This is an optimization exercise on Yosys and OpenROAD, whose aim is small area, a short achievable clock period and few clock cycles per item, not a production implementation.
Only simulation tests tie the RTL to the original design; equivalence was not proved.

--- flow/flow/run.sh ---
#!/bin/bash
# Layout flow: the standard ORFS flow (standard.sh) unchanged, except
#  - every port still gets its own buffer, but a buf_1 instead of the
#    default delay buffer.
set -euo pipefail
bash standard.sh SETUP_SLACK_MARGIN=8.0 "BUFFER_PORTS_ARGS=-buffer_cell sky130_fd_sc_hd__buf_1" finish > standard.log 2>&1
--- flow/standard.sh ---
#!/bin/bash
# synth_recipe.tcl (not shown) runs the flow's synth.tcl, then flattens the netlist and writes it again
# the make line also repeats each setting of config.mk as NAME=value (left out here)
make -C /OpenROAD-flow-scripts/flow DESIGN_CONFIG=/design/flow/config.mk WORK_HOME=/design/flow/orfs CLKGATE_MAP_FILE= SYNTH_SCRIPT=/design/flow/synth_recipe.tcl "${@:-finish}"
--- flow/config.mk ---
export PLATFORM = sky130hd
export DESIGN_NAME = sha256_fp
export DESIGN_NICKNAME = sha256_fp
export VERILOG_FILES = /design/flow/design.v
export SDC_FILE = /design/flow/constraint.sdc
export NUM_CORES = 4
export LEC_CHECK = 0
export CAP_MARGIN = 20
export CORE_MARGIN = 2
export CORE_UTILIZATION = 60
export CTS_CLUSTER_DIAMETER = 100
export CTS_CLUSTER_SIZE = 20
export PLACE_DENSITY = 0.7
export SLEW_MARGIN = 20
--- flow/constraint.sdc ---
create_clock -name core_clock -period 12.0 [get_ports {clk}]
set_input_delay 2.4000 -clock core_clock [delete_from_list [all_inputs] [get_ports {clk}]]
set_output_delay 2.4000 -clock core_clock [all_outputs]
set_load 0.01 [all_outputs]
--- flow/design.v ---
module sha256_fp (
    input  wire         clk,
    input  wire         rst,         
    input  wire         in_valid,
    input  wire [63:0]  in_data,
    output wire         in_ready,
    output reg          fp_valid,
    output wire [255:0] fp
);
    reg [511:0] w;           
    reg [31:0]  a, b, c, d, e, f, g;
    reg [31:0]  hk;          
    reg [31:0]  ha0, ha1, ha2, ha3;      
    reg [31:0]  he0, he1, he2, he3;      
    reg [63:0]  hb;          
    reg         hbv;
    reg [5:0]   rnd;         
    reg         run;         
    reg         rpad;        
    reg [3:0]   nb;          
    reg [6:0]   lc;          
    reg         f62, f63;    
    reg         f63i;        
    reg         upd;         
    localparam FASTA = 0;    
    localparam [31:0] I0 = 32'h6a09e667, I1 = 32'hbb67ae85, I2 = 32'h3c6ef372, I3 = 32'ha54ff53a,
                      I4 = 32'h510e527f, I5 = 32'h9b05688c, I6 = 32'h1f83d9ab, I7 = 32'h5be0cd19;
    localparam [2047:0] KTAB = {
        32'h428a2f98, 32'hc67178f2, 32'hbef9a3f7, 32'ha4506ceb, 32'h90befffa, 32'h8cc70208, 32'h84c87814, 32'h78a5636f,
        32'h748f82ee, 32'h682e6ff3, 32'h5b9cca4f, 32'h4ed8aa4a, 32'h391c0cb3, 32'h34b0bcb5, 32'h2748774c, 32'h1e376c08,
        32'h19a4c116, 32'h106aa070, 32'hf40e3585, 32'hd6990624, 32'hd192e819, 32'hc76c51a3, 32'hc24b8b70, 32'ha81a664b,
        32'ha2bfe8a1, 32'h92722c85, 32'h81c2c92e, 32'h766a0abb, 32'h650a7354, 32'h53380d13, 32'h4d2c6dfc, 32'h2e1b2138,
        32'h27b70a85, 32'h14292967, 32'h06ca6351, 32'hd5a79147, 32'hc6e00bf3, 32'hbf597fc7, 32'hb00327c8, 32'ha831c66d,
        32'h983e5152, 32'h76f988da, 32'h5cb0a9dc, 32'h4a7484aa, 32'h2de92c6f, 32'h240ca1cc, 32'h0fc19dc6, 32'hefbe4786,
        32'he49b69c1, 32'hc19bf174, 32'h9bdc06a7, 32'h80deb1fe, 32'h72be5d74, 32'h550c7dc3, 32'h243185be, 32'h12835b01,
        32'hd807aa98, 32'hab1c5ed5, 32'h923f82a4, 32'h59f111f1, 32'h3956c25b, 32'he9b5dba5, 32'hb5c0fbcf, 32'h71374491
    };
    wire [31:0] kt = KTAB[32 * rnd +: 32];
    wire [3:0] ph   = rnd[3:0];
    wire       free = rnd[5:4] == 2'b11;             
    wire       padl = lc[6];                         
    wire       slot = free && ph[0] && !nb[3] && (ph[3:1] == nb[2:0]);
    wire       ins  = slot && (padl || hbv);
    wire       drain = slot && !padl && hbv;
    wire       start = f63 && (nb[3] || (nb[2:0] == 3'd7 && ins)) && !(run && rpad);
    assign in_ready = !hbv;
    wire accept = in_valid && !hbv;
    wire ld63   = f63 && run && !rst;                
    wire [31:0] bw0 = padl ? {nb[2:0] == 3'd0, 31'd0} : hb[63:32];
    wire [31:0] bw1 = padl ? {16'd0, nb[2:0] == 3'd7, 15'd0} : hb[31:0];
    function [31:0] rotr;
        input [31:0] x;
        input integer n;
        rotr = (x >> n) | (x << (32 - n));
    endfunction
    wire [31:0] s1  = rotr(e, 6) ^ rotr(e, 11) ^ rotr(e, 25);
    wire [31:0] ch  = (e & f) ^ (~e & g);
    wire [31:0] s0  = rotr(a, 2) ^ rotr(a, 13) ^ rotr(a, 22);
    wire [31:0] maj = (a & b) ^ (a & c) ^ (b & c);
    wire [31:0] s1b  = rotr(e, 6) ^ (rotr(e, 11) ^ rotr(e, 25));
    wire [31:0] s0b  = rotr(a, 2) ^ (rotr(a, 13) ^ rotr(a, 22));
    wire [31:0] maj2 = (a & (b | c)) | (b & c);
    wire [31:0] t_s, t_c, x1_s, x1_c, x2_s, x2_c, y1_s, y1_c;
    csx u_t  (s1,   s1b,  hk,   ch,   t_s,  t_c);
    csx u_x1 (s0,   s0b,  t_s,  t_c,  x1_s, x1_c);
    csx u_x2 (maj,  maj2, x1_s, x1_c, x2_s, x2_c);
    csa u_y1 (t_s,  t_c,  d,    y1_s, y1_c);
    wire [31:0] a_n, e_n;
    add32 #(.FAST(FASTA)) u_an (x2_s, x2_c, 1'b0, a_n);
    add32 #(.FAST(FASTA)) u_en (y1_s, y1_c, 1'b0, e_n);
    wire [31:0] df_s, df_c, df;
    csa u_df (c, he2, ~ha2, df_s, df_c);
    add32 u_dfa (df_s, df_c, 1'b1, df);
    wire [31:0] w0  = w[31:0];
    wire [31:0] w1  = w[63:32];
    wire [31:0] w9  = w[319:288];
    wire [31:0] w14 = w[479:448];
    wire [31:0] w15 = w[511:480];
    wire [31:0] sg0 = rotr(w1, 7) ^ rotr(w1, 18) ^ (w1 >> 3);
    wire [31:0] sg1 = rotr(w14, 17) ^ rotr(w14, 19) ^ (w14 >> 10);
    wire [31:0] ws_s, ws_c, wt_s, wt_c, w16;
    csa u_w1 (w0,   w9,   sg0,  ws_s, ws_c);
    csa u_w2 (ws_s, ws_c, sg1,  wt_s, wt_c);
    add32 u_w16 (wt_s, wt_c, 1'b0, w16);
    wire [31:0] k_s, k_c, k2_s, k2_c, hk_n;
    csa u_k  (w1,  f63 ? he2 : g, f62 ? ha2 : 32'd0, k_s, k_c);
    csa u_k2 (k_s, k_c, kt, k2_s, k2_c);
    add32 u_hk (k2_s, k2_c, 1'b0, hk_n);
    wire [31:0] ffa, ffe;
    add32 u_ffa (ha0, upd ? a : 32'd0, 1'b0, ffa);
    add32 u_ffe (he0, upd ? e : 32'd0, 1'b0, ffe);
    function [255:0] digest_bytes;
        input [255:0] hv;        
        integer k;
        begin
            for (k = 0; k < 32; k = k + 1)
                digest_bytes[8*k +: 8] = hv[255-8*k -: 8];
        end
    endfunction
    assign fp = digest_bytes({ha0, ha3, ha2, ha1, he0, he3, he2, he1});
    always @(posedge clk) begin
        w[447:0]   <= w[479:32];
        w[479:448] <= ins ? bw0 : w15;
        w[511:480] <= !free ? w16 : ins ? bw1 : w0;      
        hk <= hk_n;
        a <= f63i ? ha1 : a_n;
        b <= f63 ? ffa : a;
        c <= f63 ? ha3 : b;
        d <= f63 ? ha2 : f62 ? df : c;
        e <= f63i ? he1 : e_n;
        f <= f63 ? ffe : e;
        g <= f63 ? he3 : f;
        if (accept)
            hb <= {in_data[7:0],   in_data[15:8],  in_data[23:16], in_data[31:24],
                   in_data[39:32], in_data[47:40], in_data[55:48], in_data[63:56]};
        if (ld63) begin
            ha0 <= a_n;
            he0 <= e_n;
        end else if (rst || fp_valid) begin
            ha0 <= I3;
            he0 <= I7;
        end else begin
            ha0 <= ha1;
            he0 <= he1;
        end
        if (rst || fp_valid) begin
            {ha1, ha2, ha3} <= {I2, I1, I0};
            {he1, he2, he3} <= {I6, I5, I4};
        end else begin
            ha1 <= ha2;
            ha2 <= ha3;
            ha3 <= ffa;
            he1 <= he2;
            he2 <= he3;
            he3 <= ffe;
        end
    end
    always @(posedge clk) begin
        if (rst) begin
            hbv      <= 1'b0;
            rnd      <= 6'd49;
            run      <= 1'b0;
            rpad     <= 1'b0;
            nb       <= 4'd0;
            lc       <= 7'd0;
            f62      <= 1'b0;
            f63      <= 1'b0;
            f63i     <= 1'b0;
            upd      <= 1'b0;
            fp_valid <= 1'b0;
        end else begin
            if (accept)
                hbv <= 1'b1;
            else if (drain)
                hbv <= 1'b0;
            fp_valid <= f63 && run && rpad;
            if (f63) begin
                rnd <= start ? 6'd0 : 6'd48;
                run <= start;
            end else begin
                rnd <= rnd + 6'd1;
            end
            f62  <= rnd == 6'd61;
            f63  <= rnd == 6'd62;
            f63i <= rnd == 6'd62 && !run;
            upd  <= run && (rnd == 6'd60 || rnd == 6'd61 || rnd == 6'd62);
            if (start) begin
                nb   <= 4'd0;
                rpad <= padl;
                lc   <= padl ? 7'd0 : lc + 7'd1;
            end else if (ins) begin
                nb <= nb + 4'd1;
            end
        end
    end
endmodule
module csa (
    input  wire [31:0] x,
    input  wire [31:0] y,
    input  wire [31:0] z,
    output wire [31:0] s,
    output wire [31:0] c
);
    assign s = x ^ y ^ z;
    wire [31:0] m = (x & y) | (x & z) | (y & z);
    assign c = {m[30:0], 1'b0};
endmodule
module add32 #(parameter FAST = 0) (
    input  wire [31:0] x,
    input  wire [31:0] y,
    input  wire        ci,
    output wire [31:0] s
);
    generate if (FAST == 1) begin : g_tool
        assign s = x + y + {31'd0, ci};
    end else if (FAST == 2) begin : g_ks
        wire [31:0] p0 = x ^ y;
        reg  [31:0] G, P, Gn, Pn;
        integer l, i;
        always @(*) begin
            G = (x & y) | {31'd0, p0[0] & ci};
            P = p0;
            for (l = 0; l < 5; l = l + 1) begin
                Gn = G; Pn = P;
                for (i = 31; i >= (1 << l); i = i - 1) begin
                    Gn[i] = G[i] | (P[i] & G[i - (1 << l)]);
                    Pn[i] = P[i] & P[i - (1 << l)];
                end
                G = Gn; P = Pn;
            end
        end
        assign s = p0 ^ {G[30:0], ci};
    end else begin : g_skl
        wire [31:0] p0 = x ^ y;
        reg  [31:0] G, P;
        integer l, i;
        always @(*) begin
            G = (x & y) | {31'd0, p0[0] & ci};
            P = p0;
            for (l = 0; l < 5; l = l + 1)
                for (i = 31; i >= 0; i = i - 1)
                    if (i & (1 << l)) begin
                        G[i] = G[i] | (P[i] & G[((i >> l) << l) - 1]);
                        P[i] = P[i] & P[((i >> l) << l) - 1];
                    end
        end
        assign s = p0 ^ {G[30:0], ci};
    end endgenerate
endmodule
module csx (
    input  wire [31:0] x,
    input  wire [31:0] xc,
    input  wire [31:0] y,
    input  wire [31:0] z,
    output wire [31:0] s,
    output wire [31:0] c
);
    assign s = x ^ y ^ z;
    wire [31:0] m = (xc & y) | (xc & z) | (y & z);
    assign c = {m[30:0], 1'b0};
endmodule
==> results of run 1 <==
[cells in the mapped netlist (all sizes together), types with 73 or more instances]
master / number
nor3: 80
o21ai: 231
xor2: 233
inv: 512
nand2: 282
nor2: 234
a21o: 78
nand3: 73
fa: 214
clkbuf: 211
ha: 268
and2: 172
xnor2: 395
dfxtp: 1049
mux2: 159
a21oi: 256
[per-stage QoR]
stage | setup WS, ns | std cells | utilization
4_1_cts | 7.52 | 6710 | 0.700
3_5_place_dp | 6.36 | 6434 | 0.634
5_1_grt | 7.37 | 6781 | 0.718
3_3_place_gp | 6.37 | 6434 | 0.634
2_1_floorplan | 7.72 | 5157 | -
6_report | 7.49 | 6781 | 0.718
[path summary, 6_finish.rpt]
kind | endpoint | slack, ns
min | w[61] | 0.31
max reg2reg | ha0[31] | 7.49
min reg2reg | w[61] | 0.31
max | ha0[31] | 7.49
[area by class of cell]
type                       instances  area, µm²
multi-input combinational       3283      29600
fill                            6341      24400
sequential                      1113      23100
timing repair buffer             630       4150
inverter                         512       1970
clock buffer                      79       1710
tap                             1155       1450
clock inverter                     9        228
[flip-flops by register name (all words and copies together) (netlist names), 4 cells and up]
signal  cells
ha1        32
c          32
hb         64
f          32
hk         32
ha3        32
d          32
b          32
nb          4
rnd         6
he2        32
lc          7
w         512
g          32
he0        32
he1        32
ha2        32
he3        32
e          32
a          32
ha0        32
[cells in the final DEF, fill, tap and decap left out, types with 32 or more instances in the layout]
cell and count:
dfxtp_1 972, inv_1 488, buf_1 323, xnor2_1 314, nand2_1 263, ha_1 233
buf_4 227, a21oi_1 206, fa_1 204, nor2_1 199, xor2_1 186, and2_1 170
mux2_2 159, o21ai_0 142, a21o_1 78, nor3_1 76, nand3_1 71, o21ai_1 67
clkbuf_16 66, xnor2_2 64, edfxtp_1 64, or3_1 62, dfxtp_4 50, buf_6 50
maj3_1 49, mux2i_1 47, a21oi_2 42, xor2_2 40, nand2b_1 37, o21bai_1 34
a22o_1 32
[metal layers]
layer / vias up / global-route usage
li1: 17799 / -
met1: 18813 / 0.455
met2: 1678 / 0.598
met3: 454 / 0.0641
met4: 0 / 0.208
met5: - / 0
[logic make-up after synthesis]
logic type | Yosys count | synth area share
adder cells (fa/ha/maj) | 539 | 0.157
buffers and inverters | 761 | 0.0546
multiplexers | 228 | 0.0485
AO/OA/AOI/OAI | 847 | 0.101
XOR/XNOR | 628 | 0.105
AND/OR/NAND/NOR | 1041 | 0.0966
flip-flops | 1113 | 0.437
[repair_timing]
item	4_1_cts	5_1_grt
hold buffers	0	0
gates resized for setup	513	217
pin swaps	171	178
gates cloned	6	0
setup buffers	182	71
endpoints found under the setup margin	207	150
==> notes.md, run 1 <==
outcome=finished clean; total negative slack=0 ns; DR vias=roughly 39000; Synth Flop Type=dfxtp_1; Final Cell Area=62200 µm²; Worst Path Buf+Inv=6; Syn Nets=around 5700; Port Buf Inserts=roughly 320; Crit. End Element=flip-flop; CTS Root Buffer Type=clkbuf_16; critical path class=reg2reg; Distinct cells, synth=74; register area share after synthesis=0.437; min Tclk post-route=between 4 and 5 ns; Skew-Pair Late Insertion Delay=approximately 0.68 ns; critical path launch point type=flip-flop; Core Region=~87000 µm²; first-pass GRT wire length=around 240000 µm; DRT iter0 DRCs=roughly 3000; Starting Density=0.605; Fin Hold WS=0.307 ns; hold path start=w[93]; Critical Path Fanout Max=5; Critical Path Source=e[11]; Post-Syn Area=about 52000 µm²; max_slew headroom=0.339; vias in the first global route=37692; Tcrit/Tclk final=0.376; chip height=between 200 and 300 µm; GR Overflow Total=0; Total GRT Usage=0.364; syn avg cell area=approximately 10 µm²; hold path cells=0; GPL Wtd Cong=~0.98; CTS sink cnt=approximately 1100; row count=around 110; Data arrival, critical path=5.04 ns; DP Area=approximately 55000 µm²; Die Footprint=about 90000 µm²; CP required=12.52 ns; HP Class=reg2reg; Slowest cell on crit path=dfxtp_4; initial antenna violation count=3; met2 WL=approximately 77000 µm; main area contributors after synthesis=dfxtp_1, fa_1, xnor2_1, ha_1, xor2_1; Synth Instances=approximately 5200; Critical Path, Cell by Cell=xor2_4 > xnor2_2 > buf_6 > o21a_1 > a21oi_4 > inv_2 > buf_4 > buf_4 > buf_4 > a21oi_2 > or2_4 > maj3_2 > ha_4 > nand4_1 > nor2_2 > a21oi_4 > a211oi_4 > o21ai_4 > buf_6 > o31ai_4 > a21oi_2 > o21bai_2 > xnor2_2 > a21oi_1; RSZ-0062 raised after global routing=true; CTS tree=built; I/O pins=roughly 330; WL met1=approximately 66000 µm; largest net degree at the start of global routing=71; CTS clk-pin slew, worst paths=about 0.09 ns; post-synthesis async set-or-reset flop share=0; DR WL/cell=24.7 µm; Fin. Hold Viols=0; DRC=0; H-tree depth=3; crit-path max cell delay=0.44 ns; instance count on the critical path=24; P&R area growth vs syn=18.7%; Via-to-Cell Ratio=roughly 5.7; slew at the pin closest to its max-slew limit=slightly below 1 ns; synth warn=3; Yosys top cell area share=0.401; Crit path max-delay family=compound AO/OA/AOI/OAI gates; worst r2r src=e[11]; CTS Buffer Depth=3; Max Slew Vio Count=0; EDFF count, synth=64; number of nets with antenna violations after routing=0; ANT cells=0; drt total wl=167000 µm; share of cells above drive strength 1=0.189; # setup viols final=0; DR top layer=met4; Max Freq=around 220 MHz; Die Width=~300 µm; Fin Clk Skew=between 0.03 and 0.04 ns; worst reg-to-reg path cell count=24; DP Wirelength=roughly 120000 µm; CP most frequent cell=buf_4; # Max-Cap Violations=0; largest area contributor in the netlist=dfxtp_1; first-pass detailed-route iteration total=7; met3 wire len=12600 µm; CTS buffer count=66; Final Net Count=approximately 6000; number of synthesized register bits=between 1000 and 1500
Testbench counts, summed over its fixed seeds: cycles 133,752, blocks 32.
==> inputs of run 2 (changes only) <==
==> flow/flow/run.sh (replaced) <==
#!/bin/bash
# Layout flow: the standard ORFS flow (standard.sh) unchanged, except
#  - every port still gets its own buffer, but a buf_1 instead of the
#    default delay buffer.
set -euo pipefail
bash standard.sh SETUP_SLACK_MARGIN=7.5 "BUFFER_PORTS_ARGS=-buffer_cell sky130_fd_sc_hd__buf_1" finish > standard.log 2>&1
==> notes.md, run 2 <==
Worst Path Buf+Inv=3 (-3); Max Freq=211 MHz (-4.7%); Slowest cell on crit path=clkinvlp_2; outcome=finished clean; Syn Nets=5706 (unchanged); critical path class=reg2reg; most frequent cells after synthesis=dfxtp_1, inv_1, xnor2_1, nand2_1, ha_1; crit-path max cell delay=0.67 ns (+0.23 ns); Distinct cells, synth=74 (unchanged); number of nets with antenna violations after routing=0 (unchanged); Placed Cells=6428 (-0.093%); main area contributors after synthesis=dfxtp_1, fa_1, xnor2_1, ha_1, xor2_1; P&R area growth vs syn=14.2%; Port Buf Inserts=324 (unchanged); vias in the first global route=36815 (-2.3%); CTS Buffer Depth=3 (unchanged); DRT iter0 DRCs=3208 (+5.7%); I/O pins=325 (unchanged); CTS clk-pin slew, worst paths=0.08 ns (about the same); Synth Flop Type=dfxtp_1; Fin. Hold Viols=0 (unchanged); critical path launch point type=flip-flop; Critical Path, Cell by Cell=buf_4 > clkinvlp_2 > a311o_1 > o21ai_0 > a21oi_1 > fa_1 > inv_1 > ha_1 > a21o_1 > a21oi_1 > nor2b_1 > a211o_1 > nor2b_4 > a21oi_2 > nor2b_2 > o21a_1 > nor2_1 > xnor2_1; Critical Path Source=rnd[5]; Fin Clk Skew=0.0290 ns (-0.00662 ns); commonest non-fill, non-tap cell in the layout=dfxtp_1; CTS buffer count=66 (unchanged); CP most frequent cell=a21oi_1; initial antenna violation count=3 (unchanged); first-pass detailed-route iteration total=5 (-2); GPL Wtd Cong=0.946 (-3.4%); Crit path max-delay family=compound AO/OA/AOI/OAI gates; Data arrival, critical path=5.33 ns (+0.29 ns); Skew-Pair Late Insertion Delay=0.67 ns (about the same); Total GRT Usage=0.353 (-0.0118); # setup viols final=0 (unchanged); Die Width=300 µm (unchanged); Synth Instances=5157 (unchanged); register area share after synthesis=0.437 (unchanged); share of cells above drive strength 1=0.140 (-0.0489); number of synthesized register bits=1113 (unchanged); Yosys top cell area share=0.401 (unchanged); DR vias=37709 (-2.7%); first-pass GRT wire length=235000 µm (-2.6%); synth warn=3 (unchanged); slew at the pin closest to its max-slew limit=1.06 ns (+0.0766 ns); top flop regs=w (512), hb (64); CTS Hold Bufs=0 (unchanged); max_slew headroom=0.285 (-0.0546); DRC=0 (unchanged); # Max-Cap Violations=0 (unchanged); Most flops, register=w; row count=108 (unchanged); CP required=12.59 ns (+0.07 ns); hold path start=w[338]; DP Area=54600 µm² (-0.59%); Final Cell Area=59800 µm² (-3.8%); Max Slew Vio Count=0 (unchanged); ANT cells=0 (unchanged); Tcrit/Tclk final=0.395 (+0.0186); RSZ-0062 raised after global routing=true; Core Region=86600 µm² (unchanged); chip height=300 µm (unchanged); Critical Path Fanout Max=32 (+27); worst r2r src=rnd[5]; Post-Syn Area=52400 µm² (unchanged); most common cell in the synthesized netlist=dfxtp_1; CTS sink cnt=1113 (unchanged); GR Overflow Total=0 (unchanged); total negative slack=0 ns (unchanged); FILL cells=6678 (+5.3%); DP Wirelength=118000 µm (-2.8%); H-tree depth=3 (unchanged); Util after Layout=0.691 (-0.0273); largest area contributor in the netlist=dfxtp_1; largest net degree at the start of global routing=116 (+63%); Die Footprint=89700 µm² (unchanged); Final Net Count=6022 (-2.2%); most frequent cells in the layout=dfxtp_1, inv_1, xnor2_1; Crit. End Element=flip-flop; post-synthesis async set-or-reset flop share=0 (unchanged); Via-to-Cell Ratio=5.67 (-0.78%); HP Class=reg2reg; min Tclk post-route=4.74 ns (+0.224 ns); CTS tree=built; syn avg cell area=10.2 µm² (unchanged); max reg flops=512 (unchanged); final std cells w/o fill=6652 (-1.9%); Starting Density=0.605 (unchanged); DR WL/cell=24.1 µm (-2.3%); CTS Root Buffer Type=clkbuf_16; EDFF count, synth=64 (unchanged); drt total wl=160000 µm (-4.2%)
[run 2: cell types whose count changed in the layout (fill, tap and decap cells not counted), moves of 20 or more]
cell and change:
buf_6 -42, o21ai_1 -45, o21ai_0 +51, buf_4 -90, xnor2_1 +21, xor2_1 +20
[run 2: repair_timing]
action / 4_1_cts / 5_1_grt
resized for setup: 281 / 202
pin swaps: 49 / 84
setup endpoints to repair: 132 / 84
endpoints found under the hold margin: 0 / 0
setup buffers: 68 / 58
gates cloned: 5 / 1
[run 2: metrics by stage]
step / setup slack [ns] / hold slack (ns)
finish: 7.26 / 0.319
global placement: 6.27 / 0.310
global route: 7.20 / 0.325
detailed placement: 6.17 / 0.312
floorplan: 7.50 / 0.310
CTS: 7.37 / 0.312
[run 2: layout make-up]
| type | count | area [µm²] | area share |
|---|---|---|---|
| clock buffer | 85 | 1790 | 0.0299 |
| clock inverter | 7 | 141 | 0.00236 |
| inverter | 512 | 1960 | 0.0327 |
| multi-input combinational | 3283 | 28500 | 0.476 |
| sequential | 1113 | 23100 | 0.386 |
| tap | 1155 | 1450 | 0.0242 |
| timing repair buffer | 496 | 2910 | 0.0487 |
| timing repair inverter | 1 | 5.00 | 0.0000836 |
[run 2: final timing paths]
kind	cells past startpoint	to	slack, ns
hold / removal	0	w[306]	0.32
hold reg to reg	0	w[306]	0.32
setup / recovery	18	hk[26]	7.26
setup reg to reg	18	hk[26]	7.26
[run 2: metal layers]
metal  up-vias  GRT usage  share of wire  wire length, µm
li1      17535          -              -                -
met4         0      0.186          0.061             9850
met5         -          0              0                0
met1     18276      0.467           0.41            66400
met3       375     0.0412          0.063            10100
met2      1523      0.570           0.46            73900
[run 2: logic make-up after synthesis]
kind of cell / count (synthesis) / share of synthesized area
xor gates and xnor gates: 628 / 0.105
muxes: 228 / 0.0485
adders and majority gates: 539 / 0.157
buffers and inverters: 761 / 0.0546
AOI/OAI and AO/OA: 847 / 0.101
and+or+nand+nor: 1041 / 0.0966
DFF: 1113 / 0.437

==> what the ideal ports hide <==
Ports are ideal in the flow. The routed layouts listed here were re-timed in OpenROAD. Step 1: set_driving_cell puts a clkbuf_16 on clk and a buf_2 on each other input, an assumption about the parent block. Step 2 also shifts input and output timing later by t, the mid clock arrival at the registers, as if the neighbouring blocks saw the same clock. a / b / c = ideal ports / drivers / drivers and shift; a / b = the first two.
| run | t, ns | slack for setup (ns) | worst hold slack (ns) | worst register clock-pin slew, ns | pins driven straight from the clock port |
|---|---|---|---|---|---|
| run 1 | 0.730 | 7.487 / 7.487 / 7.464 | 0.307 / 0.307 / 0.307 | 0.10 / 0.10 | 1 |
| run 2 | 0.723 | 7.264 / 7.264 / 7.264 | 0.319 / 0.319 / 0.319 | 0.10 / 0.10 | 1 |
After both steps every run listed still meets setup and hold. The setup slack of run 1, which loses most, moves by 0.000 ns with the drivers and by -0.023 ns with both steps.
